What follows belongs to an exercise in optimizing a design on an open flow for small area and a short achievable clock period; a production flow would make more cautious choices. Only simulation tests tie the RTL to the original design; equivalence was not proved.

$ cat flow/design.v
module memi_bch79 (
    input  wire        clk,
    input  wire        rst_n,
    input  wire        enc_valid,
    input  wire [63:0] enc_data,
    output reg         enc_out_valid,
    output reg  [78:0] enc_code,
    input  wire        dec_valid,
    input  wire [78:0] dec_code,
    output reg         dec_out_valid,
    output reg  [63:0] dec_data,
    output reg  [1:0]  dec_status
);
    function [6:0] gf_mul;
        input [6:0] a;
        input [6:0] b;
        integer k;
        reg [6:0] acc;
        reg [6:0] sh;
        begin
            acc = 7'd0;
            sh  = a;
            for (k = 0; k < 7; k = k + 1) begin
                if (b[k]) acc = acc ^ sh;
                sh = {sh[5:0], 1'b0} ^ (sh[6] ? 7'h09 : 7'h00);
            end
            gf_mul = acc;
        end
    endfunction
    wire [13:0] enc_chk;
    wire enc_par;
    wire ex0 = enc_data[17] ^ enc_data[43];
    wire ex1 = enc_data[14] ^ enc_data[3];
    wire ex2 = enc_data[0] ^ enc_data[22];
    wire ex3 = enc_data[13] ^ enc_data[46];
    wire ex4 = enc_data[27] ^ enc_data[33];
    wire ex5 = enc_data[30] ^ enc_data[44];
    wire ex6 = enc_data[1] ^ enc_data[23];
    wire ex7 = enc_data[31] ^ enc_data[47];
    wire ex8 = enc_data[37] ^ enc_data[62];
    wire ex9 = enc_data[2] ^ enc_data[24];
    wire ex10 = enc_data[38] ^ enc_data[63];
    wire ex11 = enc_data[25] ^ enc_data[26];
    wire ex12 = enc_data[32] ^ enc_data[4];
    wire ex13 = enc_data[18] ^ enc_data[5];
    wire ex14 = enc_data[29] ^ enc_data[45];
    wire ex15 = enc_data[48] ^ enc_data[61];
    wire ex16 = enc_data[50] ^ enc_data[53];
    wire ex17 = enc_data[56] ^ ex1;
    wire ex18 = enc_data[28] ^ enc_data[59];
    wire ex19 = enc_data[10] ^ enc_data[54];
    wire ex20 = enc_data[49] ^ enc_data[57];
    wire ex21 = enc_data[11] ^ enc_data[55];
    wire ex22 = enc_data[12] ^ enc_data[58];
    wire ex23 = enc_data[42] ^ enc_data[6];
    wire ex24 = enc_data[9] ^ ex0;
    wire ex25 = ex14 ^ ex4;
    wire ex26 = ex16 ^ ex2;
    wire ex27 = enc_data[39] ^ ex6;
    wire ex28 = enc_data[7] ^ ex8;
    wire ex29 = enc_data[40] ^ ex9;
    wire ex30 = enc_data[41] ^ ex3;
    wire ex31 = ex5 ^ ex7;
    wire ex32 = enc_data[35] ^ enc_data[60];
    wire ex33 = enc_data[34] ^ ex18;
    wire ex34 = ex15 ^ ex19;
    wire ex35 = enc_data[21] ^ ex10;
    wire ex36 = ex11 ^ ex12;
    wire ex37 = enc_data[20] ^ ex28;
    wire ex38 = enc_data[15] ^ enc_data[19];
    wire ex39 = enc_data[52] ^ enc_data[8];
    wire ex40 = enc_data[16] ^ enc_data[50];
    wire ex41 = enc_data[14] ^ ex13;
    wire ex42 = ex20 ^ ex21;
    wire ex43 = enc_data[61] ^ ex23;
    wire ex44 = ex22 ^ ex40;
    wire ex45 = enc_data[51] ^ ex24;
    wire ex46 = ex27 ^ ex32;
    wire ex47 = enc_data[36] ^ ex29;
    wire ex48 = enc_data[60] ^ ex35;
    wire ex49 = ex30 ^ ex42;
    wire ex50 = ex17 ^ ex31;
    wire ex51 = enc_data[5] ^ enc_data[58];
    wire ex52 = enc_data[30] ^ enc_data[43];
    wire ex53 = enc_data[22] ^ enc_data[55];
    wire ex54 = enc_data[26] ^ enc_data[49];
    wire ex55 = enc_data[10] ^ enc_data[4];
    wire ex56 = enc_data[42] ^ enc_data[47];
    wire ex57 = enc_data[57] ^ ex3;
    wire ex58 = enc_data[6] ^ ex15;
    wire ex59 = enc_data[13] ^ ex0;
    wire ex60 = enc_data[38] ^ ex4;
    wire ex61 = enc_data[40] ^ ex39;
    wire ex62 = ex38 ^ ex52;
    wire ex63 = enc_data[25] ^ ex10;
    wire ex64 = enc_data[23] ^ ex13;
    wire ex65 = enc_data[0] ^ ex1;
    wire ex66 = enc_data[29] ^ ex21;
    wire ex67 = enc_data[2] ^ ex22;
    wire ex68 = enc_data[62] ^ ex11;
    wire ex69 = ex12 ^ ex54;
    wire ex70 = enc_data[27] ^ ex23;
    wire ex71 = enc_data[37] ^ ex33;
    wire ex72 = enc_data[39] ^ ex26;
    wire ex73 = ex25 ^ ex41;
    wire ex74 = ex26 ^ ex60;
    wire ex75 = ex34 ^ ex61;
    wire ex76 = enc_data[32] ^ ex25;
    wire ex77 = enc_data[41] ^ ex44;
    wire ex78 = enc_data[46] ^ ex43;
    wire ex79 = ex27 ^ ex63;
    wire ex80 = enc_data[9] ^ ex29;
    wire ex81 = enc_data[24] ^ ex30;
    wire ex82 = ex31 ^ ex36;
    wire ex83 = ex24 ^ ex33;
    wire ex84 = enc_data[63] ^ ex17;
    wire ex85 = ex45 ^ ex58;
    wire ex86 = enc_data[16] ^ ex37;
    wire ex87 = enc_data[54] ^ ex48;
    wire ex88 = ex47 ^ ex62;
    wire ex89 = ex50 ^ ex53;
    wire ex90 = ex37 ^ ex65;
    wire ex91 = ex46 ^ ex68;
    wire ex92 = enc_data[15] ^ ex49;
    wire ex_enc_chk_0_0 = enc_data[8] ^ ex38;
    wire ex_enc_chk_0_1 = ex5 ^ ex57;
    wire ex_enc_chk_0_2 = ex_enc_chk_0_0 ^ ex71;
    wire ex_enc_chk_0_3 = ex72 ^ ex73;
    wire ex_enc_chk_0_4 = ex_enc_chk_0_1 ^ ex85;
    wire ex_enc_chk_0_5 = ex_enc_chk_0_2 ^ ex_enc_chk_0_3;
    assign enc_chk[0] = ex_enc_chk_0_4 ^ ex_enc_chk_0_5;
    wire ex_enc_chk_1_0 = enc_data[59] ^ ex20;
    wire ex_enc_chk_1_1 = ex51 ^ ex7;
    wire ex_enc_chk_1_2 = ex59 ^ ex_enc_chk_1_0;
    wire ex_enc_chk_1_3 = ex_enc_chk_1_1 ^ ex46;
    wire ex_enc_chk_1_4 = ex74 ^ ex75;
    wire ex_enc_chk_1_5 = ex_enc_chk_1_2 ^ ex86;
    wire ex_enc_chk_1_6 = ex_enc_chk_1_3 ^ ex_enc_chk_1_4;
    assign enc_chk[1] = ex_enc_chk_1_5 ^ ex_enc_chk_1_6;
    wire ex_enc_chk_2_0 = ex2 ^ ex51;
    wire ex_enc_chk_2_1 = ex6 ^ ex8;
    wire ex_enc_chk_2_2 = ex_enc_chk_2_0 ^ ex_enc_chk_2_1;
    wire ex_enc_chk_2_3 = ex49 ^ ex76;
    wire ex_enc_chk_2_4 = ex_enc_chk_2_2 ^ ex87;
    wire ex_enc_chk_2_5 = ex88 ^ ex_enc_chk_2_3;
    assign enc_chk[2] = ex_enc_chk_2_4 ^ ex_enc_chk_2_5;
    wire ex_enc_chk_3_0 = enc_data[20] ^ enc_data[33];
    wire ex_enc_chk_3_1 = ex9 ^ ex_enc_chk_3_0;
    wire ex_enc_chk_3_2 = ex_enc_chk_3_1 ^ ex71;
    wire ex_enc_chk_3_3 = ex77 ^ ex78;
    wire ex_enc_chk_3_4 = ex79 ^ ex89;
    wire ex_enc_chk_3_5 = ex_enc_chk_3_2 ^ ex_enc_chk_3_3;
    assign enc_chk[3] = ex_enc_chk_3_4 ^ ex_enc_chk_3_5;
    wire ex_enc_chk_4_0 = enc_data[19] ^ enc_data[21];
    wire ex_enc_chk_4_1 = enc_data[28] ^ enc_data[8];
    wire ex_enc_chk_4_2 = ex32 ^ ex_enc_chk_4_0;
    wire ex_enc_chk_4_3 = ex_enc_chk_4_1 ^ ex28;
    wire ex_enc_chk_4_4 = ex36 ^ ex64;
    wire ex_enc_chk_4_5 = ex_enc_chk_4_2 ^ ex50;
    wire ex_enc_chk_4_6 = ex74 ^ ex78;
    wire ex_enc_chk_4_7 = ex80 ^ ex_enc_chk_4_3;
    wire ex_enc_chk_4_8 = ex_enc_chk_4_4 ^ ex_enc_chk_4_5;
    wire ex_enc_chk_4_9 = ex_enc_chk_4_6 ^ ex_enc_chk_4_7;
    assign enc_chk[4] = ex_enc_chk_4_8 ^ ex_enc_chk_4_9;
    wire ex_enc_chk_5_0 = enc_data[17] ^ enc_data[18];
    wire ex_enc_chk_5_1 = enc_data[36] ^ enc_data[59];
    wire ex_enc_chk_5_2 = ex10 ^ ex16;
    wire ex_enc_chk_5_3 = ex19 ^ ex6;
    wire ex_enc_chk_5_4 = ex_enc_chk_5_0 ^ ex_enc_chk_5_1;
    wire ex_enc_chk_5_5 = ex_enc_chk_5_2 ^ ex_enc_chk_5_3;
    wire ex_enc_chk_5_6 = ex_enc_chk_5_4 ^ ex81;
    wire ex_enc_chk_5_7 = ex82 ^ ex_enc_chk_5_5;
    wire ex_enc_chk_5_8 = ex90 ^ ex_enc_chk_5_6;
    assign enc_chk[5] = ex_enc_chk_5_7 ^ ex_enc_chk_5_8;
    wire ex_enc_chk_6_0 = enc_data[1] ^ ex9;
    wire ex_enc_chk_6_1 = ex26 ^ ex43;
    wire ex_enc_chk_6_2 = ex57 ^ ex66;
    wire ex_enc_chk_6_3 = ex_enc_chk_6_0 ^ ex82;
    wire ex_enc_chk_6_4 = ex83 ^ ex_enc_chk_6_1;
    wire ex_enc_chk_6_5 = ex_enc_chk_6_2 ^ ex87;
    wire ex_enc_chk_6_6 = ex_enc_chk_6_3 ^ ex_enc_chk_6_4;
    assign enc_chk[6] = ex_enc_chk_6_5 ^ ex_enc_chk_6_6;
    wire ex_enc_chk_7_0 = enc_data[43] ^ enc_data[51];
    wire ex_enc_chk_7_1 = enc_data[7] ^ ex13;
    wire ex_enc_chk_7_2 = ex_enc_chk_7_0 ^ ex34;
    wire ex_enc_chk_7_3 = ex67 ^ ex_enc_chk_7_1;
    wire ex_enc_chk_7_4 = ex76 ^ ex_enc_chk_7_2;
    wire ex_enc_chk_7_5 = ex_enc_chk_7_3 ^ ex89;
    wire ex_enc_chk_7_6 = ex91 ^ ex_enc_chk_7_4;
    assign enc_chk[7] = ex_enc_chk_7_5 ^ ex_enc_chk_7_6;
    wire ex_enc_chk_8_0 = enc_data[31] ^ enc_data[52];
    wire ex_enc_chk_8_1 = ex8 ^ ex_enc_chk_8_0;
    wire ex_enc_chk_8_2 = ex64 ^ ex66;
    wire ex_enc_chk_8_3 = ex69 ^ ex_enc_chk_8_1;
    wire ex_enc_chk_8_4 = ex45 ^ ex47;
    wire ex_enc_chk_8_5 = ex72 ^ ex84;
    wire ex_enc_chk_8_6 = ex_enc_chk_8_2 ^ ex_enc_chk_8_3;
    wire ex_enc_chk_8_7 = ex_enc_chk_8_4 ^ ex_enc_chk_8_5;
    assign enc_chk[8] = ex_enc_chk_8_6 ^ ex_enc_chk_8_7;
    wire ex_enc_chk_9_0 = enc_data[12] ^ ex12;
    wire ex_enc_chk_9_1 = ex14 ^ ex2;
    wire ex_enc_chk_9_2 = ex17 ^ ex_enc_chk_9_0;
    wire ex_enc_chk_9_3 = ex_enc_chk_9_1 ^ ex75;
    wire ex_enc_chk_9_4 = ex79 ^ ex81;
    wire ex_enc_chk_9_5 = ex83 ^ ex_enc_chk_9_2;
    wire ex_enc_chk_9_6 = ex_enc_chk_9_3 ^ ex_enc_chk_9_4;
    assign enc_chk[9] = ex_enc_chk_9_5 ^ ex_enc_chk_9_6;
    wire ex_enc_chk_10_0 = enc_data[29] ^ enc_data[33];
    wire ex_enc_chk_10_1 = enc_data[53] ^ ex5;
    wire ex_enc_chk_10_2 = ex55 ^ ex56;
    wire ex_enc_chk_10_3 = ex_enc_chk_10_0 ^ ex41;
    wire ex_enc_chk_10_4 = ex_enc_chk_10_1 ^ ex_enc_chk_10_2;
    wire ex_enc_chk_10_5 = ex80 ^ ex_enc_chk_10_3;
    wire ex_enc_chk_10_6 = ex_enc_chk_10_4 ^ ex91;
    wire ex_enc_chk_10_7 = ex92 ^ ex_enc_chk_10_5;
    assign enc_chk[10] = ex_enc_chk_10_6 ^ ex_enc_chk_10_7;
    wire ex_enc_chk_11_0 = enc_data[11] ^ enc_data[34];
    wire ex_enc_chk_11_1 = enc_data[45] ^ enc_data[5];
    wire ex_enc_chk_11_2 = ex11 ^ ex7;
    wire ex_enc_chk_11_3 = ex_enc_chk_11_0 ^ ex_enc_chk_11_1;
    wire ex_enc_chk_11_4 = ex34 ^ ex70;
    wire ex_enc_chk_11_5 = ex_enc_chk_11_2 ^ ex_enc_chk_11_3;
    wire ex_enc_chk_11_6 = ex77 ^ ex84;
    wire ex_enc_chk_11_7 = ex_enc_chk_11_4 ^ ex_enc_chk_11_5;
    wire ex_enc_chk_11_8 = ex88 ^ ex_enc_chk_11_6;
    assign enc_chk[11] = ex_enc_chk_11_7 ^ ex_enc_chk_11_8;
    wire ex_enc_chk_12_0 = enc_data[12] ^ enc_data[3];
    wire ex_enc_chk_12_1 = enc_data[31] ^ enc_data[35];
    wire ex_enc_chk_12_2 = enc_data[44] ^ enc_data[48];
    wire ex_enc_chk_12_3 = enc_data[51] ^ ex0;
    wire ex_enc_chk_12_4 = ex18 ^ ex_enc_chk_12_0;
    wire ex_enc_chk_12_5 = ex_enc_chk_12_1 ^ ex_enc_chk_12_2;
    wire ex_enc_chk_12_6 = ex36 ^ ex70;
    wire ex_enc_chk_12_7 = ex_enc_chk_12_3 ^ ex_enc_chk_12_4;
    wire ex_enc_chk_12_8 = ex_enc_chk_12_5 ^ ex_enc_chk_12_6;
    wire ex_enc_chk_12_9 = ex_enc_chk_12_7 ^ ex86;
    wire ex_enc_chk_12_10 = ex92 ^ ex_enc_chk_12_8;
    assign enc_chk[12] = ex_enc_chk_12_9 ^ ex_enc_chk_12_10;
    wire ex_enc_chk_13_0 = enc_data[28] ^ enc_data[36];
    wire ex_enc_chk_13_1 = enc_data[44] ^ enc_data[56];
    wire ex_enc_chk_13_2 = enc_data[7] ^ ex39;
    wire ex_enc_chk_13_3 = ex56 ^ ex_enc_chk_13_0;
    wire ex_enc_chk_13_4 = ex_enc_chk_13_1 ^ ex44;
    wire ex_enc_chk_13_5 = ex59 ^ ex69;
    wire ex_enc_chk_13_6 = ex_enc_chk_13_2 ^ ex_enc_chk_13_3;
    wire ex_enc_chk_13_7 = ex48 ^ ex73;
    wire ex_enc_chk_13_8 = ex_enc_chk_13_4 ^ ex_enc_chk_13_5;
    wire ex_enc_chk_13_9 = ex_enc_chk_13_6 ^ ex_enc_chk_13_7;
    assign enc_chk[13] = ex_enc_chk_13_8 ^ ex_enc_chk_13_9;
    wire ex_enc_par_0 = enc_data[1] ^ enc_data[11];
    wire ex_enc_par_1 = enc_data[19] ^ enc_data[52];
    wire ex_enc_par_2 = ex20 ^ ex55;
    wire ex_enc_par_3 = ex_enc_par_0 ^ ex_enc_par_1;
    wire ex_enc_par_4 = ex25 ^ ex35;
    wire ex_enc_par_5 = ex67 ^ ex_enc_par_2;
    wire ex_enc_par_6 = ex_enc_par_3 ^ ex_enc_par_4;
    wire ex_enc_par_7 = ex_enc_par_5 ^ ex85;
    wire ex_enc_par_8 = ex90 ^ ex_enc_par_6;
    assign enc_par = ex_enc_par_7 ^ ex_enc_par_8;
    always @(posedge clk) begin
        enc_out_valid <= rst_n & enc_valid;
        enc_code      <= {enc_par, enc_chk, enc_data};
    end
    wire [6:0] s1_c, s3_c;
    wire p_ca, p_cb;
    wire sx0 = dec_code[41] ^ dec_code[61];
    wire sx1 = dec_code[10] ^ dec_code[37];
    wire sx2 = dec_code[44] ^ dec_code[58];
    wire sx3 = dec_code[11] ^ dec_code[24];
    wire sx4 = dec_code[16] ^ dec_code[23];
    wire sx5 = dec_code[36] ^ dec_code[9];
    wire sx6 = dec_code[42] ^ dec_code[59];
    wire sx7 = dec_code[43] ^ dec_code[62];
    wire sx8 = dec_code[46] ^ dec_code[60];
    wire sx9 = dec_code[19] ^ dec_code[3];
    wire sx10 = dec_code[38] ^ sx1;
    wire sx11 = sx0 ^ sx2;
    wire sx12 = dec_code[5] ^ dec_code[53];
    wire sx13 = dec_code[2] ^ dec_code[25];
    wire sx14 = dec_code[47] ^ dec_code[72];
    wire sx15 = dec_code[12] ^ dec_code[26];
    wire sx16 = dec_code[35] ^ sx4;
    wire sx17 = dec_code[45] ^ sx6;
    wire sx18 = dec_code[13] ^ dec_code[27];
    wire sx19 = dec_code[14] ^ dec_code[17];
    wire sx20 = dec_code[40] ^ dec_code[57];
    wire sx21 = dec_code[55] ^ dec_code[63];
    wire sx22 = dec_code[15] ^ dec_code[18];
    wire sx23 = dec_code[54] ^ dec_code[6];
    wire sx24 = dec_code[34] ^ dec_code[39];
    wire sx25 = dec_code[48] ^ dec_code[73];
    wire sx26 = dec_code[71] ^ sx5;
    wire sx27 = dec_code[32] ^ sx9;
    wire sx28 = dec_code[20] ^ sx3;
    wire sx29 = dec_code[0] ^ dec_code[7];
    wire sx30 = dec_code[1] ^ dec_code[28];
    wire sx31 = dec_code[33] ^ dec_code[4];
    wire sx32 = dec_code[52] ^ dec_code[77];
    wire sx33 = dec_code[8] ^ sx18;
    wire sx34 = sx20 ^ sx8;
    wire sx35 = dec_code[29] ^ sx13;
    wire sx36 = dec_code[22] ^ sx15;
    wire sx37 = sx17 ^ sx7;
    wire sx38 = dec_code[31] ^ sx11;
    wire sx39 = dec_code[56] ^ sx10;
    wire sx40 = dec_code[49] ^ dec_code[74];
    wire sx41 = dec_code[51] ^ sx12;
    wire sx42 = dec_code[21] ^ sx24;
    wire sx43 = dec_code[69] ^ sx21;
    wire sx44 = sx14 ^ sx25;
    wire sx45 = dec_code[75] ^ sx26;
    wire sx46 = sx16 ^ sx29;
    wire sx47 = sx28 ^ sx31;
    wire sx48 = dec_code[11] ^ dec_code[30];
    wire sx49 = dec_code[50] ^ dec_code[68];
    wire sx50 = sx19 ^ sx30;
    wire sx51 = dec_code[76] ^ sx22;
    wire sx52 = dec_code[67] ^ sx40;
    wire sx53 = dec_code[4] ^ sx32;
    wire sx54 = dec_code[13] ^ sx27;
    wire sx55 = dec_code[5] ^ sx35;
    wire sx56 = sx11 ^ sx43;
    wire sx57 = dec_code[70] ^ sx36;
    wire sx58 = dec_code[64] ^ sx37;
    wire sx59 = sx33 ^ sx46;
    wire sx60 = sx23 ^ sx38;
    wire sx61 = sx42 ^ sx55;
    wire sx62 = dec_code[42] ^ dec_code[8];
    wire sx63 = dec_code[26] ^ dec_code[47];
    wire sx64 = dec_code[57] ^ dec_code[7];
    wire sx65 = dec_code[61] ^ dec_code[66];
    wire sx66 = dec_code[77] ^ dec_code[9];
    wire sx67 = dec_code[14] ^ dec_code[76];
    wire sx68 = dec_code[52] ^ dec_code[58];
    wire sx69 = dec_code[25] ^ dec_code[73];
    wire sx70 = dec_code[28] ^ dec_code[38];
    wire sx71 = dec_code[36] ^ dec_code[62];
    wire sx72 = dec_code[0] ^ dec_code[22];
    wire sx73 = dec_code[1] ^ dec_code[45];
    wire sx74 = dec_code[51] ^ dec_code[53];
    wire sx75 = sx0 ^ sx12;
    wire sx76 = dec_code[12] ^ sx14;
    wire sx77 = dec_code[63] ^ sx7;
    wire sx78 = dec_code[65] ^ sx8;
    wire sx79 = dec_code[50] ^ sx22;
    wire sx80 = sx25 ^ sx63;
    wire sx81 = sx48 ^ sx66;
    wire sx82 = dec_code[75] ^ sx49;
    wire sx83 = sx23 ^ sx68;
    wire sx84 = dec_code[54] ^ sx32;
    wire sx85 = dec_code[71] ^ sx74;
    wire sx86 = dec_code[39] ^ sx41;
    wire sx87 = sx15 ^ sx52;
    wire sx88 = sx34 ^ sx41;
    wire sx89 = dec_code[10] ^ sx53;
    wire sx90 = sx19 ^ sx27;
    wire sx91 = sx26 ^ sx72;
    wire sx92 = sx28 ^ sx9;
    wire sx93 = sx44 ^ sx84;
    wire sx94 = sx13 ^ sx16;
    wire sx95 = dec_code[19] ^ sx51;
    wire sx96 = sx38 ^ sx54;
    wire sx97 = sx39 ^ sx86;
    wire sx98 = sx45 ^ sx87;
    wire sx99 = sx39 ^ sx47;
    wire sx100 = sx56 ^ sx69;
    wire sx_s1_c_0_0 = dec_code[30] ^ dec_code[32];
    wire sx_s1_c_0_1 = dec_code[37] ^ dec_code[48];
    wire sx_s1_c_0_2 = sx21 ^ sx3;
    wire sx_s1_c_0_3 = sx_s1_c_0_0 ^ sx_s1_c_0_1;
    wire sx_s1_c_0_4 = sx34 ^ sx50;
    wire sx_s1_c_0_5 = sx75 ^ sx_s1_c_0_2;
    wire sx_s1_c_0_6 = sx_s1_c_0_3 ^ sx45;
    wire sx_s1_c_0_7 = sx_s1_c_0_4 ^ sx_s1_c_0_5;
    wire sx_s1_c_0_8 = sx58 ^ sx59;
    wire sx_s1_c_0_9 = sx_s1_c_0_6 ^ sx_s1_c_0_7;
    assign s1_c[0] = sx_s1_c_0_8 ^ sx_s1_c_0_9;
    wire sx_s1_c_1_0 = dec_code[24] ^ dec_code[33];
    wire sx_s1_c_1_1 = dec_code[49] ^ sx5;
    wire sx_s1_c_1_2 = sx62 ^ sx_s1_c_1_0;
    wire sx_s1_c_1_3 = sx35 ^ sx50;
    wire sx_s1_c_1_4 = sx51 ^ sx76;
    wire sx_s1_c_1_5 = sx77 ^ sx78;
    wire sx_s1_c_1_6 = sx_s1_c_1_1 ^ sx_s1_c_1_2;
    wire sx_s1_c_1_7 = sx39 ^ sx_s1_c_1_3;
    wire sx_s1_c_1_8 = sx_s1_c_1_4 ^ sx_s1_c_1_5;
    wire sx_s1_c_1_9 = sx_s1_c_1_6 ^ sx60;
    wire sx_s1_c_1_10 = sx_s1_c_1_7 ^ sx_s1_c_1_8;
    assign s1_c[1] = sx_s1_c_1_9 ^ sx_s1_c_1_10;
    wire sx_s1_c_2_0 = dec_code[16] ^ dec_code[44];
    wire sx_s1_c_2_1 = sx21 ^ sx24;
    wire sx_s1_c_2_2 = sx64 ^ sx65;
    wire sx_s1_c_2_3 = sx_s1_c_2_0 ^ sx10;
    wire sx_s1_c_2_4 = sx35 ^ sx79;
    wire sx_s1_c_2_5 = sx80 ^ sx81;
    wire sx_s1_c_2_6 = sx_s1_c_2_1 ^ sx_s1_c_2_2;
    wire sx_s1_c_2_7 = sx37 ^ sx54;
    wire sx_s1_c_2_8 = sx_s1_c_2_3 ^ sx_s1_c_2_4;
    wire sx_s1_c_2_9 = sx_s1_c_2_5 ^ sx_s1_c_2_6;
    wire sx_s1_c_2_10 = sx_s1_c_2_7 ^ sx_s1_c_2_8;
    assign s1_c[2] = sx_s1_c_2_9 ^ sx_s1_c_2_10;
    wire sx_s1_c_3_0 = dec_code[20] ^ dec_code[23];
    wire sx_s1_c_3_1 = dec_code[24] ^ dec_code[55];
    wire sx_s1_c_3_2 = sx30 ^ sx31;
    wire sx_s1_c_3_3 = sx6 ^ sx64;
    wire sx_s1_c_3_4 = sx_s1_c_3_0 ^ sx_s1_c_3_1;
    wire sx_s1_c_3_5 = sx_s1_c_3_2 ^ sx_s1_c_3_3;
    wire sx_s1_c_3_6 = sx_s1_c_3_4 ^ sx_s1_c_3_5;
    wire sx_s1_c_3_7 = sx96 ^ sx97;
    wire sx_s1_c_3_8 = sx98 ^ sx_s1_c_3_6;
    assign s1_c[3] = sx_s1_c_3_7 ^ sx_s1_c_3_8;
    wire sx_s1_c_4_0 = dec_code[32] ^ dec_code[60];
    wire sx_s1_c_4_1 = dec_code[72] ^ sx20;
    wire sx_s1_c_4_2 = sx67 ^ sx_s1_c_4_0;
    wire sx_s1_c_4_3 = sx33 ^ sx82;
    wire sx_s1_c_4_4 = sx83 ^ sx_s1_c_4_1;
    wire sx_s1_c_4_5 = sx_s1_c_4_2 ^ sx37;
    wire sx_s1_c_4_6 = sx_s1_c_4_3 ^ sx_s1_c_4_4;
    wire sx_s1_c_4_7 = sx61 ^ sx99;
    wire sx_s1_c_4_8 = sx_s1_c_4_5 ^ sx_s1_c_4_6;
    assign s1_c[4] = sx_s1_c_4_7 ^ sx_s1_c_4_8;
    wire sx_s1_c_5_0 = dec_code[15] ^ dec_code[3];
    wire sx_s1_c_5_1 = dec_code[33] ^ dec_code[35];
    wire sx_s1_c_5_2 = dec_code[43] ^ dec_code[59];
    wire sx_s1_c_5_3 = dec_code[6] ^ dec_code[7];
    wire sx_s1_c_5_4 = sx67 ^ sx70;
    wire sx_s1_c_5_5 = sx_s1_c_5_0 ^ sx_s1_c_5_1;
    wire sx_s1_c_5_6 = sx_s1_c_5_2 ^ sx_s1_c_5_3;
    wire sx_s1_c_5_7 = sx36 ^ sx42;
    wire sx_s1_c_5_8 = sx81 ^ sx_s1_c_5_4;
    wire sx_s1_c_5_9 = sx_s1_c_5_5 ^ sx_s1_c_5_6;
    wire sx_s1_c_5_10 = sx88 ^ sx_s1_c_5_7;
    wire sx_s1_c_5_11 = sx_s1_c_5_8 ^ sx_s1_c_5_9;
    wire sx_s1_c_5_12 = sx100 ^ sx_s1_c_5_10;
    assign s1_c[5] = sx_s1_c_5_11 ^ sx_s1_c_5_12;
    wire sx_s1_c_6_0 = dec_code[15] ^ dec_code[29];
    wire sx_s1_c_6_1 = dec_code[40] ^ dec_code[47];
    wire sx_s1_c_6_2 = dec_code[56] ^ dec_code[60];
    wire sx_s1_c_6_3 = dec_code[74] ^ sx24;
    wire sx_s1_c_6_4 = sx71 ^ sx_s1_c_6_0;
    wire sx_s1_c_6_5 = sx_s1_c_6_1 ^ sx_s1_c_6_2;
    wire sx_s1_c_6_6 = sx17 ^ sx_s1_c_6_3;
    wire sx_s1_c_6_7 = sx_s1_c_6_4 ^ sx_s1_c_6_5;
    wire sx_s1_c_6_8 = sx57 ^ sx89;
    wire sx_s1_c_6_9 = sx_s1_c_6_6 ^ sx_s1_c_6_7;
    wire sx_s1_c_6_10 = sx59 ^ sx60;
    wire sx_s1_c_6_11 = sx_s1_c_6_8 ^ sx_s1_c_6_9;
    assign s1_c[6] = sx_s1_c_6_10 ^ sx_s1_c_6_11;
    wire sx_s3_c_0_0 = dec_code[69] ^ sx40;
    wire sx_s3_c_0_1 = sx75 ^ sx80;
    wire sx_s3_c_0_2 = sx83 ^ sx_s3_c_0_0;
    wire sx_s3_c_0_3 = sx47 ^ sx90;
    wire sx_s3_c_0_4 = sx91 ^ sx_s3_c_0_1;
    wire sx_s3_c_0_5 = sx_s3_c_0_2 ^ sx58;
    wire sx_s3_c_0_6 = sx_s3_c_0_3 ^ sx_s3_c_0_4;
    assign s3_c[0] = sx_s3_c_0_5 ^ sx_s3_c_0_6;
    wire sx_s3_c_1_0 = dec_code[17] ^ dec_code[59];
    wire sx_s3_c_1_1 = dec_code[68] ^ dec_code[77];
    wire sx_s3_c_1_2 = sx71 ^ sx73;
    wire sx_s3_c_1_3 = sx_s3_c_1_0 ^ sx_s3_c_1_1;
    wire sx_s3_c_1_4 = sx43 ^ sx76;
    wire sx_s3_c_1_5 = sx_s3_c_1_2 ^ sx_s3_c_1_3;
    wire sx_s3_c_1_6 = sx46 ^ sx92;
    wire sx_s3_c_1_7 = sx_s3_c_1_4 ^ sx_s3_c_1_5;
    wire sx_s3_c_1_8 = sx60 ^ sx97;
    wire sx_s3_c_1_9 = sx_s3_c_1_6 ^ sx_s3_c_1_7;
    assign s3_c[1] = sx_s3_c_1_8 ^ sx_s3_c_1_9;
    wire sx_s3_c_2_0 = dec_code[57] ^ sx18;
    wire sx_s3_c_2_1 = sx19 ^ sx4;
    wire sx_s3_c_2_2 = sx70 ^ sx8;
    wire sx_s3_c_2_3 = sx77 ^ sx_s3_c_2_0;
    wire sx_s3_c_2_4 = sx_s3_c_2_1 ^ sx_s3_c_2_2;
    wire sx_s3_c_2_5 = sx92 ^ sx93;
    wire sx_s3_c_2_6 = sx_s3_c_2_3 ^ sx_s3_c_2_4;
    wire sx_s3_c_2_7 = sx61 ^ sx98;
    wire sx_s3_c_2_8 = sx_s3_c_2_5 ^ sx_s3_c_2_6;
    assign s3_c[2] = sx_s3_c_2_7 ^ sx_s3_c_2_8;
    wire sx_s3_c_3_0 = dec_code[21] ^ dec_code[23];
    wire sx_s3_c_3_1 = dec_code[27] ^ dec_code[34];
    wire sx_s3_c_3_2 = dec_code[52] ^ sx1;
    wire sx_s3_c_3_3 = sx14 ^ sx29;
    wire sx_s3_c_3_4 = sx3 ^ sx73;
    wire sx_s3_c_3_5 = sx_s3_c_3_0 ^ sx_s3_c_3_1;
    wire sx_s3_c_3_6 = sx78 ^ sx79;
    wire sx_s3_c_3_7 = sx_s3_c_3_2 ^ sx_s3_c_3_3;
    wire sx_s3_c_3_8 = sx_s3_c_3_4 ^ sx_s3_c_3_5;
    wire sx_s3_c_3_9 = sx45 ^ sx57;
    wire sx_s3_c_3_10 = sx90 ^ sx_s3_c_3_6;
    wire sx_s3_c_3_11 = sx_s3_c_3_7 ^ sx_s3_c_3_8;
    wire sx_s3_c_3_12 = sx100 ^ sx_s3_c_3_9;
    wire sx_s3_c_3_13 = sx_s3_c_3_10 ^ sx_s3_c_3_11;
    assign s3_c[3] = sx_s3_c_3_12 ^ sx_s3_c_3_13;
    wire sx_s3_c_4_0 = dec_code[18] ^ dec_code[21];
    wire sx_s3_c_4_1 = dec_code[68] ^ dec_code[70];
    wire sx_s3_c_4_2 = sx62 ^ sx_s3_c_4_0;
    wire sx_s3_c_4_3 = sx_s3_c_4_1 ^ sx44;
    wire sx_s3_c_4_4 = sx_s3_c_4_2 ^ sx88;
    wire sx_s3_c_4_5 = sx89 ^ sx94;
    wire sx_s3_c_4_6 = sx_s3_c_4_3 ^ sx96;
    wire sx_s3_c_4_7 = sx_s3_c_4_4 ^ sx_s3_c_4_5;
    assign s3_c[4] = sx_s3_c_4_6 ^ sx_s3_c_4_7;
    wire sx_s3_c_5_0 = dec_code[2] ^ dec_code[34];
    wire sx_s3_c_5_1 = dec_code[55] ^ dec_code[61];
    wire sx_s3_c_5_2 = dec_code[67] ^ sx12;
    wire sx_s3_c_5_3 = sx2 ^ sx23;
    wire sx_s3_c_5_4 = sx48 ^ sx49;
    wire sx_s3_c_5_5 = sx7 ^ sx_s3_c_5_0;
    wire sx_s3_c_5_6 = sx_s3_c_5_1 ^ sx10;
    wire sx_s3_c_5_7 = sx16 ^ sx34;
    wire sx_s3_c_5_8 = sx53 ^ sx_s3_c_5_2;
    wire sx_s3_c_5_9 = sx_s3_c_5_3 ^ sx_s3_c_5_4;
    wire sx_s3_c_5_10 = sx_s3_c_5_5 ^ sx91;
    wire sx_s3_c_5_11 = sx95 ^ sx_s3_c_5_6;
    wire sx_s3_c_5_12 = sx_s3_c_5_7 ^ sx_s3_c_5_8;
    wire sx_s3_c_5_13 = sx_s3_c_5_9 ^ sx_s3_c_5_10;
    wire sx_s3_c_5_14 = sx_s3_c_5_11 ^ sx_s3_c_5_12;
    assign s3_c[5] = sx_s3_c_5_13 ^ sx_s3_c_5_14;
    wire sx_s3_c_6_0 = dec_code[46] ^ dec_code[62];
    wire sx_s3_c_6_1 = dec_code[74] ^ sx30;
    wire sx_s3_c_6_2 = sx65 ^ sx_s3_c_6_0;
    wire sx_s3_c_6_3 = sx17 ^ sx33;
    wire sx_s3_c_6_4 = sx44 ^ sx85;
    wire sx_s3_c_6_5 = sx_s3_c_6_1 ^ sx_s3_c_6_2;
    wire sx_s3_c_6_6 = sx57 ^ sx94;
    wire sx_s3_c_6_7 = sx95 ^ sx_s3_c_6_3;
    wire sx_s3_c_6_8 = sx_s3_c_6_4 ^ sx_s3_c_6_5;
    wire sx_s3_c_6_9 = sx99 ^ sx_s3_c_6_6;
    wire sx_s3_c_6_10 = sx_s3_c_6_7 ^ sx_s3_c_6_8;
    assign s3_c[6] = sx_s3_c_6_9 ^ sx_s3_c_6_10;
    wire sx_p_ca_0 = dec_code[30] ^ dec_code[31];
    wire sx_p_ca_1 = dec_code[6] ^ sx22;
    wire sx_p_ca_2 = sx5 ^ sx_p_ca_0;
    wire sx_p_ca_3 = sx10 ^ sx27;
    wire sx_p_ca_4 = sx36 ^ sx50;
    wire sx_p_ca_5 = sx_p_ca_1 ^ sx_p_ca_2;
    wire sx_p_ca_6 = sx47 ^ sx_p_ca_3;
    wire sx_p_ca_7 = sx_p_ca_4 ^ sx_p_ca_5;
    wire sx_p_ca_8 = sx59 ^ sx61;
    wire sx_p_ca_9 = sx_p_ca_6 ^ sx_p_ca_7;
    assign p_ca = sx_p_ca_8 ^ sx_p_ca_9;
    wire sx_p_cb_0 = dec_code[56] ^ dec_code[65];
    wire sx_p_cb_1 = dec_code[66] ^ dec_code[70];
    wire sx_p_cb_2 = dec_code[76] ^ dec_code[78];
    wire sx_p_cb_3 = sx_p_cb_0 ^ sx_p_cb_1;
    wire sx_p_cb_4 = sx_p_cb_2 ^ sx34;
    wire sx_p_cb_5 = sx52 ^ sx82;
    wire sx_p_cb_6 = sx85 ^ sx_p_cb_3;
    wire sx_p_cb_7 = sx56 ^ sx93;
    wire sx_p_cb_8 = sx_p_cb_4 ^ sx_p_cb_5;
    wire sx_p_cb_9 = sx_p_cb_6 ^ sx58;
    wire sx_p_cb_10 = sx_p_cb_7 ^ sx_p_cb_8;
    assign p_cb = sx_p_cb_9 ^ sx_p_cb_10;
    reg        v1;
    reg [63:0] d1;
    reg [6:0]  u_q, s3_q;
    reg        p_qa, p_qb;     
    wire       p_q = p_qa ^ p_qb;
    always @(posedge clk) begin
        v1   <= rst_n & dec_valid;
        d1   <= dec_code[63:0];
        u_q  <= s1_c;
        s3_q <= s3_c;
        p_qa <= p_ca;
        p_qb <= p_cb;
    end
    wire [127:0] u_oh = 128'd1 << u_q;
    wire [6:0] w_inv3;
    assign w_inv3[0] = |(u_oh & 128'h85171f397d3521e1ec0715d9c155d956);
    assign w_inv3[1] = |(u_oh & 128'h77bca8c40edde83cfa9b8fae20590f0);
    assign w_inv3[2] = |(u_oh & 128'hd3d8a3c4b729aac8883ed3b1ef77e000);
    assign w_inv3[3] = |(u_oh & 128'h9d7459fd639529fbdb72e2c062284688);
    assign w_inv3[4] = |(u_oh & 128'h76d02a17ab13d34bf22b331b534913bc);
    assign w_inv3[5] = |(u_oh & 128'h7a55ce6bcde0f5c45424a2b9e9a25f80);
    assign w_inv3[6] = |(u_oh & 128'h4ae285f65b8d65a17edf971ddc8880a0);
    function in_range;
        input [6:0] x;
        begin
            case (x)
                7'd1, 7'd2, 7'd4, 7'd8, 7'd16, 7'd32, 7'd64, 7'd9, 7'd18, 7'd36, 7'd72, 7'd25, 7'd50, 7'd100, 7'd65, 7'd11, 7'd22, 7'd44, 7'd88, 7'd57, 7'd114, 7'd109, 7'd83, 7'd47, 7'd94, 7'd53, 7'd106, 7'd93, 7'd51, 7'd102, 7'd69, 7'd3, 7'd6, 7'd12, 7'd24, 7'd48, 7'd96, 7'd73, 7'd27, 7'd54, 7'd108, 7'd81, 7'd43, 7'd86, 7'd37, 7'd74, 7'd29, 7'd58, 7'd116, 7'd97, 7'd75, 7'd31, 7'd62, 7'd124, 7'd113, 7'd107, 7'd95, 7'd55, 7'd110, 7'd85, 7'd35, 7'd70, 7'd5, 7'd10, 7'd20, 7'd40, 7'd80, 7'd41, 7'd82, 7'd45, 7'd90, 7'd61, 7'd122, 7'd125, 7'd115, 7'd111, 7'd87, 7'd39: in_range = 1'b1;
                default: in_range = 1'b0;
            endcase
        end
    endfunction
    wire [6:0] ls [0:6];
    wire [6:0] ts;
    assign ls[0][0] = ^(s3_q & 7'h0);
    assign ls[0][1] = ^(s3_q & 7'h5c);
    assign ls[0][2] = ^(s3_q & 7'h58);
    assign ls[0][3] = ^(s3_q & 7'h60);
    assign ls[0][4] = ^(s3_q & 7'h16);
    assign ls[0][5] = ^(s3_q & 7'h68);
    assign ls[0][6] = ^(s3_q & 7'h48);
    assign ts[0] = ^(s3_q & 7'h1);
    assign ls[1][0] = ^(s3_q & 7'h0);
    assign ls[1][1] = ^(s3_q & 7'h6e);
    assign ls[1][2] = ^(s3_q & 7'h6c);
    assign ls[1][3] = ^(s3_q & 7'h30);
    assign ls[1][4] = ^(s3_q & 7'hb);
    assign ls[1][5] = ^(s3_q & 7'h74);
    assign ls[1][6] = ^(s3_q & 7'h64);
    assign ts[1] = ^(s3_q & 7'h40);
    assign ls[2][0] = ^(s3_q & 7'h0);
    assign ls[2][1] = ^(s3_q & 7'h77);
    assign ls[2][2] = ^(s3_q & 7'h76);
    assign ls[2][3] = ^(s3_q & 7'h18);
    assign ls[2][4] = ^(s3_q & 7'h5);
    assign ls[2][5] = ^(s3_q & 7'h3a);
    assign ls[2][6] = ^(s3_q & 7'h32);
    assign ts[2] = ^(s3_q & 7'h20);
    assign ls[3][0] = ^(s3_q & 7'h0);
    assign ls[3][1] = ^(s3_q & 7'h7b);
    assign ls[3][2] = ^(s3_q & 7'h3b);
    assign ls[3][3] = ^(s3_q & 7'h4c);
    assign ls[3][4] = ^(s3_q & 7'h42);
    assign ls[3][5] = ^(s3_q & 7'h5d);
    assign ls[3][6] = ^(s3_q & 7'h19);
    assign ts[3] = ^(s3_q & 7'h10);
    assign ls[4][0] = ^(s3_q & 7'h0);
    assign ls[4][1] = ^(s3_q & 7'h3d);
    assign ls[4][2] = ^(s3_q & 7'h1d);
    assign ls[4][3] = ^(s3_q & 7'h66);
    assign ls[4][4] = ^(s3_q & 7'h21);
    assign ls[4][5] = ^(s3_q & 7'h2e);
    assign ls[4][6] = ^(s3_q & 7'hc);
    assign ts[4] = ^(s3_q & 7'h8);
    assign ls[5][0] = ^(s3_q & 7'h0);
    assign ls[5][1] = ^(s3_q & 7'h1e);
    assign ls[5][2] = ^(s3_q & 7'he);
    assign ls[5][3] = ^(s3_q & 7'h33);
    assign ls[5][4] = ^(s3_q & 7'h50);
    assign ls[5][5] = ^(s3_q & 7'h57);
    assign ls[5][6] = ^(s3_q & 7'h46);
    assign ts[5] = ^(s3_q & 7'h44);
    assign ls[6][0] = ^(s3_q & 7'h0);
    assign ls[6][1] = ^(s3_q & 7'h4f);
    assign ls[6][2] = ^(s3_q & 7'h47);
    assign ls[6][3] = ^(s3_q & 7'h59);
    assign ls[6][4] = ^(s3_q & 7'h28);
    assign ls[6][5] = ^(s3_q & 7'h6b);
    assign ls[6][6] = ^(s3_q & 7'h23);
    assign ts[6] = ^(s3_q & 7'h22);
    wire [6:0] y_v = ({7{w_inv3[0]}} & ls[0]) ^ ({7{w_inv3[1]}} & ls[1]) ^
                     ({7{w_inv3[2]}} & ls[2]) ^ ({7{w_inv3[3]}} & ls[3]) ^
                     ({7{w_inv3[4]}} & ls[4]) ^ ({7{w_inv3[5]}} & ls[5]) ^
                     ({7{w_inv3[6]}} & ls[6]);
    wire       trc = ~^(w_inv3 & ts);
    reg        v2;
    reg [63:0] d2;
    reg [6:0]  u2, y2;
    reg        p2, trc2, u_nz2, s3_nz2;
    always @(posedge clk) begin
        v2     <= rst_n & v1;
        d2     <= d1;
        u2     <= u_q;
        y2     <= y_v;
        p2     <= p_q;
        trc2   <= trc;
        u_nz2  <= |u_q;
        s3_nz2 <= |s3_q;
    end
    wire [6:0] ubx [0:6];
    assign ubx[0][0] = ^(u2 & 7'h1);
    assign ubx[0][1] = ^(u2 & 7'h2);
    assign ubx[0][2] = ^(u2 & 7'h4);
    assign ubx[0][3] = ^(u2 & 7'h8);
    assign ubx[0][4] = ^(u2 & 7'h10);
    assign ubx[0][5] = ^(u2 & 7'h20);
    assign ubx[0][6] = ^(u2 & 7'h40);
    assign ubx[1][0] = ^(u2 & 7'h40);
    assign ubx[1][1] = ^(u2 & 7'h1);
    assign ubx[1][2] = ^(u2 & 7'h2);
    assign ubx[1][3] = ^(u2 & 7'h44);
    assign ubx[1][4] = ^(u2 & 7'h8);
    assign ubx[1][5] = ^(u2 & 7'h10);
    assign ubx[1][6] = ^(u2 & 7'h20);
    assign ubx[2][0] = ^(u2 & 7'h20);
    assign ubx[2][1] = ^(u2 & 7'h40);
    assign ubx[2][2] = ^(u2 & 7'h1);
    assign ubx[2][3] = ^(u2 & 7'h22);
    assign ubx[2][4] = ^(u2 & 7'h44);
    assign ubx[2][5] = ^(u2 & 7'h8);
    assign ubx[2][6] = ^(u2 & 7'h10);
    assign ubx[3][0] = ^(u2 & 7'h10);
    assign ubx[3][1] = ^(u2 & 7'h20);
    assign ubx[3][2] = ^(u2 & 7'h40);
    assign ubx[3][3] = ^(u2 & 7'h11);
    assign ubx[3][4] = ^(u2 & 7'h22);
    assign ubx[3][5] = ^(u2 & 7'h44);
    assign ubx[3][6] = ^(u2 & 7'h8);
    assign ubx[4][0] = ^(u2 & 7'h8);
    assign ubx[4][1] = ^(u2 & 7'h10);
    assign ubx[4][2] = ^(u2 & 7'h20);
    assign ubx[4][3] = ^(u2 & 7'h48);
    assign ubx[4][4] = ^(u2 & 7'h11);
    assign ubx[4][5] = ^(u2 & 7'h22);
    assign ubx[4][6] = ^(u2 & 7'h44);
    assign ubx[5][0] = ^(u2 & 7'h44);
    assign ubx[5][1] = ^(u2 & 7'h8);
    assign ubx[5][2] = ^(u2 & 7'h10);
    assign ubx[5][3] = ^(u2 & 7'h64);
    assign ubx[5][4] = ^(u2 & 7'h48);
    assign ubx[5][5] = ^(u2 & 7'h11);
    assign ubx[5][6] = ^(u2 & 7'h22);
    assign ubx[6][0] = ^(u2 & 7'h22);
    assign ubx[6][1] = ^(u2 & 7'h44);
    assign ubx[6][2] = ^(u2 & 7'h8);
    assign ubx[6][3] = ^(u2 & 7'h32);
    assign ubx[6][4] = ^(u2 & 7'h64);
    assign ubx[6][5] = ^(u2 & 7'h48);
    assign ubx[6][6] = ^(u2 & 7'h11);
    wire [6:0] x1  = ({7{y2[0]}} & ubx[0]) ^ ({7{y2[1]}} & ubx[1]) ^
                     ({7{y2[2]}} & ubx[2]) ^ ({7{y2[3]}} & ubx[3]) ^
                     ({7{y2[4]}} & ubx[4]) ^ ({7{y2[5]}} & ubx[5]) ^
                     ({7{y2[6]}} & ubx[6]);
    wire [6:0] x2  = x1 ^ u2;
    wire       u_nz  = u_nz2;
    wire       s3_nz = s3_nz2;
    wire       x1_z  = ~|x1;
    wire       in1   = in_range(x1);
    wire       in2   = in_range(x2);
    wire       ok    = u_nz & ~trc2 & in2 & ((in1 & ~p2) | x1_z);
    reg [7:0]  lo1, lo2;
    reg [15:0] hi1, hi2;
    integer i;
    always @* begin
        for (i = 0; i < 8; i = i + 1) begin
            lo1[i] = ok & (x1[2:0] == i);
            lo2[i] = ok & (x2[2:0] == i);
        end
        for (i = 0; i < 16; i = i + 1) begin
            hi1[i] = (x1[6:3] == i);
            hi2[i] = (x2[6:3] == i);
        end
    end
    wire [63:0] fix;
    assign fix[0] = (lo1[1] & hi1[8]) | (lo2[1] & hi2[8]);
    assign fix[1] = (lo1[3] & hi1[1]) | (lo2[3] & hi2[1]);
    assign fix[2] = (lo1[6] & hi1[2]) | (lo2[6] & hi2[2]);
    assign fix[3] = (lo1[4] & hi1[5]) | (lo2[4] & hi2[5]);
    assign fix[4] = (lo1[0] & hi1[11]) | (lo2[0] & hi2[11]);
    assign fix[5] = (lo1[1] & hi1[7]) | (lo2[1] & hi2[7]);
    assign fix[6] = (lo1[2] & hi1[14]) | (lo2[2] & hi2[14]);
    assign fix[7] = (lo1[5] & hi1[13]) | (lo2[5] & hi2[13]);
    assign fix[8] = (lo1[3] & hi1[10]) | (lo2[3] & hi2[10]);
    assign fix[9] = (lo1[7] & hi1[5]) | (lo2[7] & hi2[5]);
    assign fix[10] = (lo1[6] & hi1[11]) | (lo2[6] & hi2[11]);
    assign fix[11] = (lo1[5] & hi1[6]) | (lo2[5] & hi2[6]);
    assign fix[12] = (lo1[2] & hi1[13]) | (lo2[2] & hi2[13]);
    assign fix[13] = (lo1[5] & hi1[11]) | (lo2[5] & hi2[11]);
    assign fix[14] = (lo1[3] & hi1[6]) | (lo2[3] & hi2[6]);
    assign fix[15] = (lo1[6] & hi1[12]) | (lo2[6] & hi2[12]);
    assign fix[16] = (lo1[5] & hi1[8]) | (lo2[5] & hi2[8]);
    assign fix[17] = (lo1[3] & hi1[0]) | (lo2[3] & hi2[0]);
    assign fix[18] = (lo1[6] & hi1[0]) | (lo2[6] & hi2[0]);
    assign fix[19] = (lo1[4] & hi1[1]) | (lo2[4] & hi2[1]);
    assign fix[20] = (lo1[0] & hi1[3]) | (lo2[0] & hi2[3]);
    assign fix[21] = (lo1[0] & hi1[6]) | (lo2[0] & hi2[6]);
    assign fix[22] = (lo1[0] & hi1[12]) | (lo2[0] & hi2[12]);
    assign fix[23] = (lo1[1] & hi1[9]) | (lo2[1] & hi2[9]);
    assign fix[24] = (lo1[3] & hi1[3]) | (lo2[3] & hi2[3]);
    assign fix[25] = (lo1[6] & hi1[6]) | (lo2[6] & hi2[6]);
    assign fix[26] = (lo1[4] & hi1[13]) | (lo2[4] & hi2[13]);
    assign fix[27] = (lo1[1] & hi1[10]) | (lo2[1] & hi2[10]);
    assign fix[28] = (lo1[3] & hi1[5]) | (lo2[3] & hi2[5]);
    assign fix[29] = (lo1[6] & hi1[10]) | (lo2[6] & hi2[10]);
    assign fix[30] = (lo1[5] & hi1[4]) | (lo2[5] & hi2[4]);
    assign fix[31] = (lo1[2] & hi1[9]) | (lo2[2] & hi2[9]);
    assign fix[32] = (lo1[5] & hi1[3]) | (lo2[5] & hi2[3]);
    assign fix[33] = (lo1[2] & hi1[7]) | (lo2[2] & hi2[7]);
    assign fix[34] = (lo1[4] & hi1[14]) | (lo2[4] & hi2[14]);
    assign fix[35] = (lo1[1] & hi1[12]) | (lo2[1] & hi2[12]);
    assign fix[36] = (lo1[3] & hi1[9]) | (lo2[3] & hi2[9]);
    assign fix[37] = (lo1[7] & hi1[3]) | (lo2[7] & hi2[3]);
    assign fix[38] = (lo1[6] & hi1[7]) | (lo2[6] & hi2[7]);
    assign fix[39] = (lo1[4] & hi1[15]) | (lo2[4] & hi2[15]);
    assign fix[40] = (lo1[1] & hi1[14]) | (lo2[1] & hi2[14]);
    assign fix[41] = (lo1[3] & hi1[13]) | (lo2[3] & hi2[13]);
    assign fix[42] = (lo1[7] & hi1[11]) | (lo2[7] & hi2[11]);
    assign fix[43] = (lo1[7] & hi1[6]) | (lo2[7] & hi2[6]);
    assign fix[44] = (lo1[6] & hi1[13]) | (lo2[6] & hi2[13]);
    assign fix[45] = (lo1[5] & hi1[10]) | (lo2[5] & hi2[10]);
    assign fix[46] = (lo1[3] & hi1[4]) | (lo2[3] & hi2[4]);
    assign fix[47] = (lo1[6] & hi1[8]) | (lo2[6] & hi2[8]);
    assign fix[48] = (lo1[5] & hi1[0]) | (lo2[5] & hi2[0]);
    assign fix[49] = (lo1[2] & hi1[1]) | (lo2[2] & hi2[1]);
    assign fix[50] = (lo1[4] & hi1[2]) | (lo2[4] & hi2[2]);
    assign fix[51] = (lo1[0] & hi1[5]) | (lo2[0] & hi2[5]);
    assign fix[52] = (lo1[0] & hi1[10]) | (lo2[0] & hi2[10]);
    assign fix[53] = (lo1[1] & hi1[5]) | (lo2[1] & hi2[5]);
    assign fix[54] = (lo1[2] & hi1[10]) | (lo2[2] & hi2[10]);
    assign fix[55] = (lo1[5] & hi1[5]) | (lo2[5] & hi2[5]);
    assign fix[56] = (lo1[2] & hi1[11]) | (lo2[2] & hi2[11]);
    assign fix[57] = (lo1[5] & hi1[7]) | (lo2[5] & hi2[7]);
    assign fix[58] = (lo1[2] & hi1[15]) | (lo2[2] & hi2[15]);
    assign fix[59] = (lo1[5] & hi1[15]) | (lo2[5] & hi2[15]);
    assign fix[60] = (lo1[3] & hi1[14]) | (lo2[3] & hi2[14]);
    assign fix[61] = (lo1[7] & hi1[13]) | (lo2[7] & hi2[13]);
    assign fix[62] = (lo1[7] & hi1[10]) | (lo2[7] & hi2[10]);
    assign fix[63] = (lo1[7] & hi1[4]) | (lo2[7] & hi2[4]);
    reg [1:0] st;
    always @* begin
        if (ok)
            st = (x1_z & p2) ? 2'd1 : 2'd2;
        else if (!u_nz && !s3_nz)
            st = {1'b0, p2};
        else
            st = 2'd3;
    end
    always @(posedge clk) begin
        dec_out_valid <= rst_n & v2;
        dec_data      <= d2 ^ fix;
        dec_status    <= st;
    end
endmodule
$ cat flow/flow/run.sh
#!/bin/bash
# The standard ORFS layout (the standard.sh), with two changes:
# timing repair keeps a setup margin, so that paths are optimised well below
# the 20 ns clock, and the ports get plain buffers.
set -euo pipefail
bash standard.sh SETUP_SLACK_MARGIN=14.6 "BUFFER_PORTS_ARGS=-buffer_cell sky130_fd_sc_hd__buf_1"  "CTS_ARGS=-sink_clustering_enable -repair_clock_nets -dont_use_dummy_load" finish > orfs_flow.log 2>&1
$ cat flow/standard.sh
#!/bin/bash
# synth_recipe.tcl (not shown) runs the flow's synth.tcl, then flattens the netlist and writes it again
# the make line also repeats each setting of config.mk as NAME=value (left out here)
make -C /OpenROAD-flow-scripts/flow DESIGN_CONFIG=/design/flow/config.mk WORK_HOME=/design/flow/orfs CLKGATE_MAP_FILE= SYNTH_SCRIPT=/design/flow/synth_recipe.tcl "${@:-finish}"
$ cat flow/config.mk
export PLATFORM = sky130hd
export DESIGN_NAME = memi_bch79
export DESIGN_NICKNAME = memi_bch79
export VERILOG_FILES = /design/flow/design.v
export SDC_FILE = /design/flow/constraint.sdc
export NUM_CORES = 4
export LEC_CHECK = 0
export CAP_MARGIN = 20
export CORE_MARGIN = 2
export CORE_UTILIZATION = 50
export SLEW_MARGIN = 20
$ cat flow/constraint.sdc
create_clock -name core_clock -period 20.0 [get_ports {clk}]
set_input_delay 4.0000 -clock core_clock [delete_from_list [all_inputs] [get_ports {clk}]]
set_output_delay 4.0000 -clock core_clock [all_outputs]
set_load 0.01 [all_outputs]
==> impl_results.html <==
<table>
<tr><th>Metric</th><th>Value</th></tr>
<tr><th colspan="2">Run status</th></tr>
<tr><td>Status</td><td>finished clean</td></tr>
<tr><th colspan="2">Route</th></tr>
<tr><td>Drt first-iter violations</td><td>about 1.4k</td></tr>
<tr><td>Antenna violation net count after detailed routing</td><td>0</td></tr>
<tr><td>Total number of vias</td><td>13.9k</td></tr>
<tr><td>Detailed-route vias per instance</td><td>between 5 and 6</td></tr>
<tr><td>Final Routed Wirelength</td><td>between 50000 and 60000 µm</td></tr>
<tr><td>Count of TritonRoute iterations in the first routing pass</td><td>5</td></tr>
<tr><td>Average wire length per cell after detail routing</td><td>22.5 µm</td></tr>
<tr><td>DRC</td><td>0</td></tr>
<tr><th colspan="2">Clocking</th></tr>
<tr><td>Num Clock Sinks</td><td>between 300 and 400</td></tr>
<tr><td>H-tree level count</td><td>2</td></tr>
<tr><td>Buffers from clock root to sink, at most</td><td>3</td></tr>
<tr><td>Clk root buf</td><td>clkbuf_16</td></tr>
<tr><td>Insertion delay to the later sink of the worst-skew pair</td><td>550 ps</td></tr>
<tr><td>Clock tree from TritonCTS</td><td>yes</td></tr>
<tr><td>Post-CTS clock slew at the launch and capture registers of the worst setup and hold paths</td><td>approximately 50 ps</td></tr>
<tr><td>Number of clock buffers inserted by TritonCTS</td><td>34</td></tr>
<tr><th colspan="2">Timing</th></tr>
<tr><td>Fraction of the cycle the final worst path needs</td><td>0.269</td></tr>
<tr><td>Slew at the pin closest to its max-slew limit</td><td>a little under 1000 ps</td></tr>
<tr><td>Final critical delay including setup and external delays</td><td>5370 ps</td></tr>
<tr><td>Setup repair after global routing missed its margin</td><td>no</td></tr>
<tr><td>Final Max Slew Viols</td><td>0</td></tr>
<tr><td>Maximum clock skew at final layout</td><td>approximately 52 ps</td></tr>
<tr><td>Final setup vio count</td><td>0</td></tr>
<tr><td>Setup TNS</td><td>0 ps</td></tr>
<tr><td>Number of endpoints with negative hold slack in the final report</td><td>0</td></tr>
<tr><td>Worst rel slew slack</td><td>0.351</td></tr>
<tr><td>Final Hold Slack</td><td>around 280 ps</td></tr>
<tr><td>Maximum clock rate</td><td>around 0.19 GHz</td></tr>
<tr><td>Worst Slack Setup Final</td><td>approximately 15000 ps</td></tr>
<tr><th colspan="2">Floorplanning</th></tr>
<tr><td>Standard cell core area</td><td>around 34000 µm²</td></tr>
<tr><td>Starting Density</td><td>0.509</td></tr>
<tr><td>Vertical die dimension</td><td>about 190 µm</td></tr>
<tr><td>I/O pin total</td><td>approximately 300</td></tr>
<tr><td>Number of standard-cell rows in the floorplan</td><td>67</td></tr>
<tr><td>Die Footprint</td><td>35700 µm²</td></tr>
<tr><td>Width of the chip</td><td>between 150 and 200 µm</td></tr>
<tr><th colspan="2">Layout</th></tr>
<tr><td>Area growth from synthesis to final layout</td><td>15.0%</td></tr>
<tr><td>Post-Layout Cell Count</td><td>around 2.5k</td></tr>
<tr><td>FILL cells</td><td>between 3k and 4k</td></tr>
<tr><td>Layout Cell Area excl Fill</td><td>~20000 µm²</td></tr>
<tr><td>Share of layout cells above drive strength 1</td><td>0.0602</td></tr>
<tr><td>Post-layout nets</td><td>~2.2k</td></tr>
<tr><td>Finished Core Util</td><td>0.585</td></tr>
<tr><th colspan="2">Worst hold path</th></tr>
<tr><td>Path category of the worst min-delay check</td><td>flip-flop to flip-flop</td></tr>
<tr><th colspan="2">Synthesis</th></tr>
<tr><td>Top post-synthesis cells by count</td><td>xnor2_1, dfxtp_1, nand2_1, xor2_1, nor2_1</td></tr>
<tr><td>Most instantiated library cell after synthesis</td><td>xnor2_1</td></tr>
<tr><td>Synthesis-stage register bit count</td><td>310</td></tr>
<tr><td>Synthesized instance count</td><td>approximately 1.8k</td></tr>
<tr><td>Cell type with the highest aggregate area in the netlist</td><td>dfxtp_1</td></tr>
<tr><td>EDFF count, synth</td><td>0</td></tr>
<tr><td>Unique cell type count in the Yosys netlist</td><td>79</td></tr>
<tr><td>Main area contributors after synthesis</td><td>dfxtp_1, xnor2_1, xor2_1</td></tr>
<tr><td>Sequential fraction of the synthesis area</td><td>0.363</td></tr>
<tr><td>Area share of the largest cell type after synthesis</td><td>0.363</td></tr>
<tr><td>Most used flip-flop cell after synthesis</td><td>dfxtp_1</td></tr>
<tr><td>Proportion of register bits with asynchronous set or reset after synthesis</td><td>0</td></tr>
<tr><td>Avg Synthesized Cell Area</td><td>roughly 9.6 µm²</td></tr>
<tr><td>Syn Std Cell Area</td><td>~17000 µm²</td></tr>
<tr><td>Mapped Nets</td><td>roughly 2k</td></tr>
<tr><td>Warnings from Yosys</td><td>1</td></tr>
<tr><th colspan="2">Placement</th></tr>
<tr><td>Count of input and output buffers</td><td>~300</td></tr>
<tr><td>Number of instances in the placed design</td><td>about 2.5k</td></tr>
<tr><td>Placed instance area</td><td>approximately 18000 µm²</td></tr>
<tr><td>Pre-CTS setup slack</td><td>13650 ps</td></tr>
<tr><td>Routability-driven placement congestion ratio</td><td>between 0.9 and 1</td></tr>
<tr><td>Detailed placement HPWL</td><td>between 40000 and 50000 µm</td></tr>
<tr><th colspan="2">Global route</th></tr>
<tr><td>Via count of the first global-routing pass</td><td>between 10k and 15k</td></tr>
<tr><td>Initial antenna violation count</td><td>3</td></tr>
<tr><td>Global-route wire length before repair</td><td>83000 µm</td></tr>
<tr><td>GRT overflow</td><td>0</td></tr>
<tr><td>Largest net degree at the start of global routing</td><td>51</td></tr>
<tr><td>Global-route usage over all layers</td><td>0.308</td></tr>
<tr><th colspan="2">Critical path</th></tr>
<tr><td>Data required time of the critical path</td><td>20400 ps</td></tr>
<tr><td>CP Capture Type</td><td>flip-flop</td></tr>
<tr><td>Max Fanout on Critical Path</td><td>3</td></tr>
<tr><td>Crit Path Class</td><td>primary input to flip-flop</td></tr>
<tr><td>Worst setup SP type</td><td>primary input</td></tr>
<tr><td>Critical path data arrival time</td><td>just under 6000 ps</td></tr>
<tr><th colspan="2">Flow run</th></tr>
<tr><td>Max-cap viol count</td><td>0</td></tr>
</table>
==> placed cells by master (no fill, tap or decap), types with 29 or more instances in the layout <==
| cell type | count |
|---|---|
| nand2_1 | 131 |
| o21ai_0 | 30 |
| inv_1 | 29 |
| xnor2_1 | 513 |
| dfxtp_1 | 310 |
| nor2_1 | 83 |
| clkbuf_16 | 34 |
| a21oi_1 | 42 |
| buf_1 | 289 |
| a32oi_1 | 54 |
| xor2_1 | 114 |
==> final timing paths <==
check,to,from,slack [ps],cells after the start
max,p_qa,dec_code[16],14630,8
min reg2reg,d2[41],d1[41],280,0
max reg2reg,dec_data[7],u2[3],14960,13
min,d2[41],d1[41],280,0
==> state kept, by name, summed over array words and instances, names as in the netlist, 2 cells and up <==
signal / flops
d2: 64
d1: 64
u2: 7
enc_code: 79
dec_data: 64
s3_q: 7
y2: 6
dec_status: 2
u_q: 7
==> cell families (layout without fill, tap and decap cells) <==
kind of cell,Yosys count,count (layout),share of synthesized area
xor gates and xnor gates,679,679,0.359
other,0,1,0
muxes,17,17,0.0103
AOI/OAI and AO/OA,280,280,0.123
DFF,310,310,0.363
and+or+nand+nor,369,370,0.106
buffers and inverters,122,373,0.0298
adders and majority gates,13,13,0.00951
==> layer usage <==
metal / up-vias / routed length (µm) / global-route usage
met5: - / 13 / 0
met4: 2 / 1500 / 0.0898
met3: 92 / 4690 / 0.0736
met2: 700 / 24700 / 0.474
met1: 6609 / 25100 / 0.428
li1: 6543 / - / -
==> layout make-up <==
type | count | area (µm²) | area share
clock buffer | 34 | 851 | 0.0433
antenna | 1 | 2.50 | 0.000127
timing repair buffer | 308 | 1220 | 0.0619
inverter | 31 | 116 | 0.00592
multi-input combinational | 1359 | 10700 | 0.545
tap | 448 | 561 | 0.0285
sequential | 310 | 6210 | 0.316
==> critical path: stages <==
cell and delay [ps]:
buf_1 300, xor2_1 280, xnor2_2 210, xnor2_1 180, xnor2_1 140, xnor2_1 380, xnor2_1 150, xnor2_1 140
==> timing repair <==
action                                  4_1_cts  5_1_grt
endpoints found under the setup margin       46       63
setup buffers                                 0        5
pin swaps                                     1        3
gates cloned                                  1        0
hold buffers                                  0        0
resized for setup                             9       33

==> afterwards: timing with drivers on the ports <==
No port has a modelled driver above. Below, the same layout with a new extraction and two added sets of constraints. Step 1 sets driving cells, clkbuf_16 on the clock port and buf_2 on the other inputs (assumed; they add their load-dependent delay and slew). Step 2, shift: input delay + t, output delay - t, t = (earliest + latest rising clock arrival at the registers) / 2. This alone moves slack from input paths to output paths. a / b / c = ideal / step 1 / step 2; a / b = the first two.
t, ns: 0.579
slack for setup (ns): 14.628 / 14.655 / 14.076
hold slack, ns: 0.284 / 0.284 / 0.284
worst setup path after step 2: input to register
worst data-port slew with drivers (ns): 0.11
After both steps this run still meets setup and hold. The setup slack of this run moves by +0.027 ns with the drivers and by -0.552 ns with both steps.
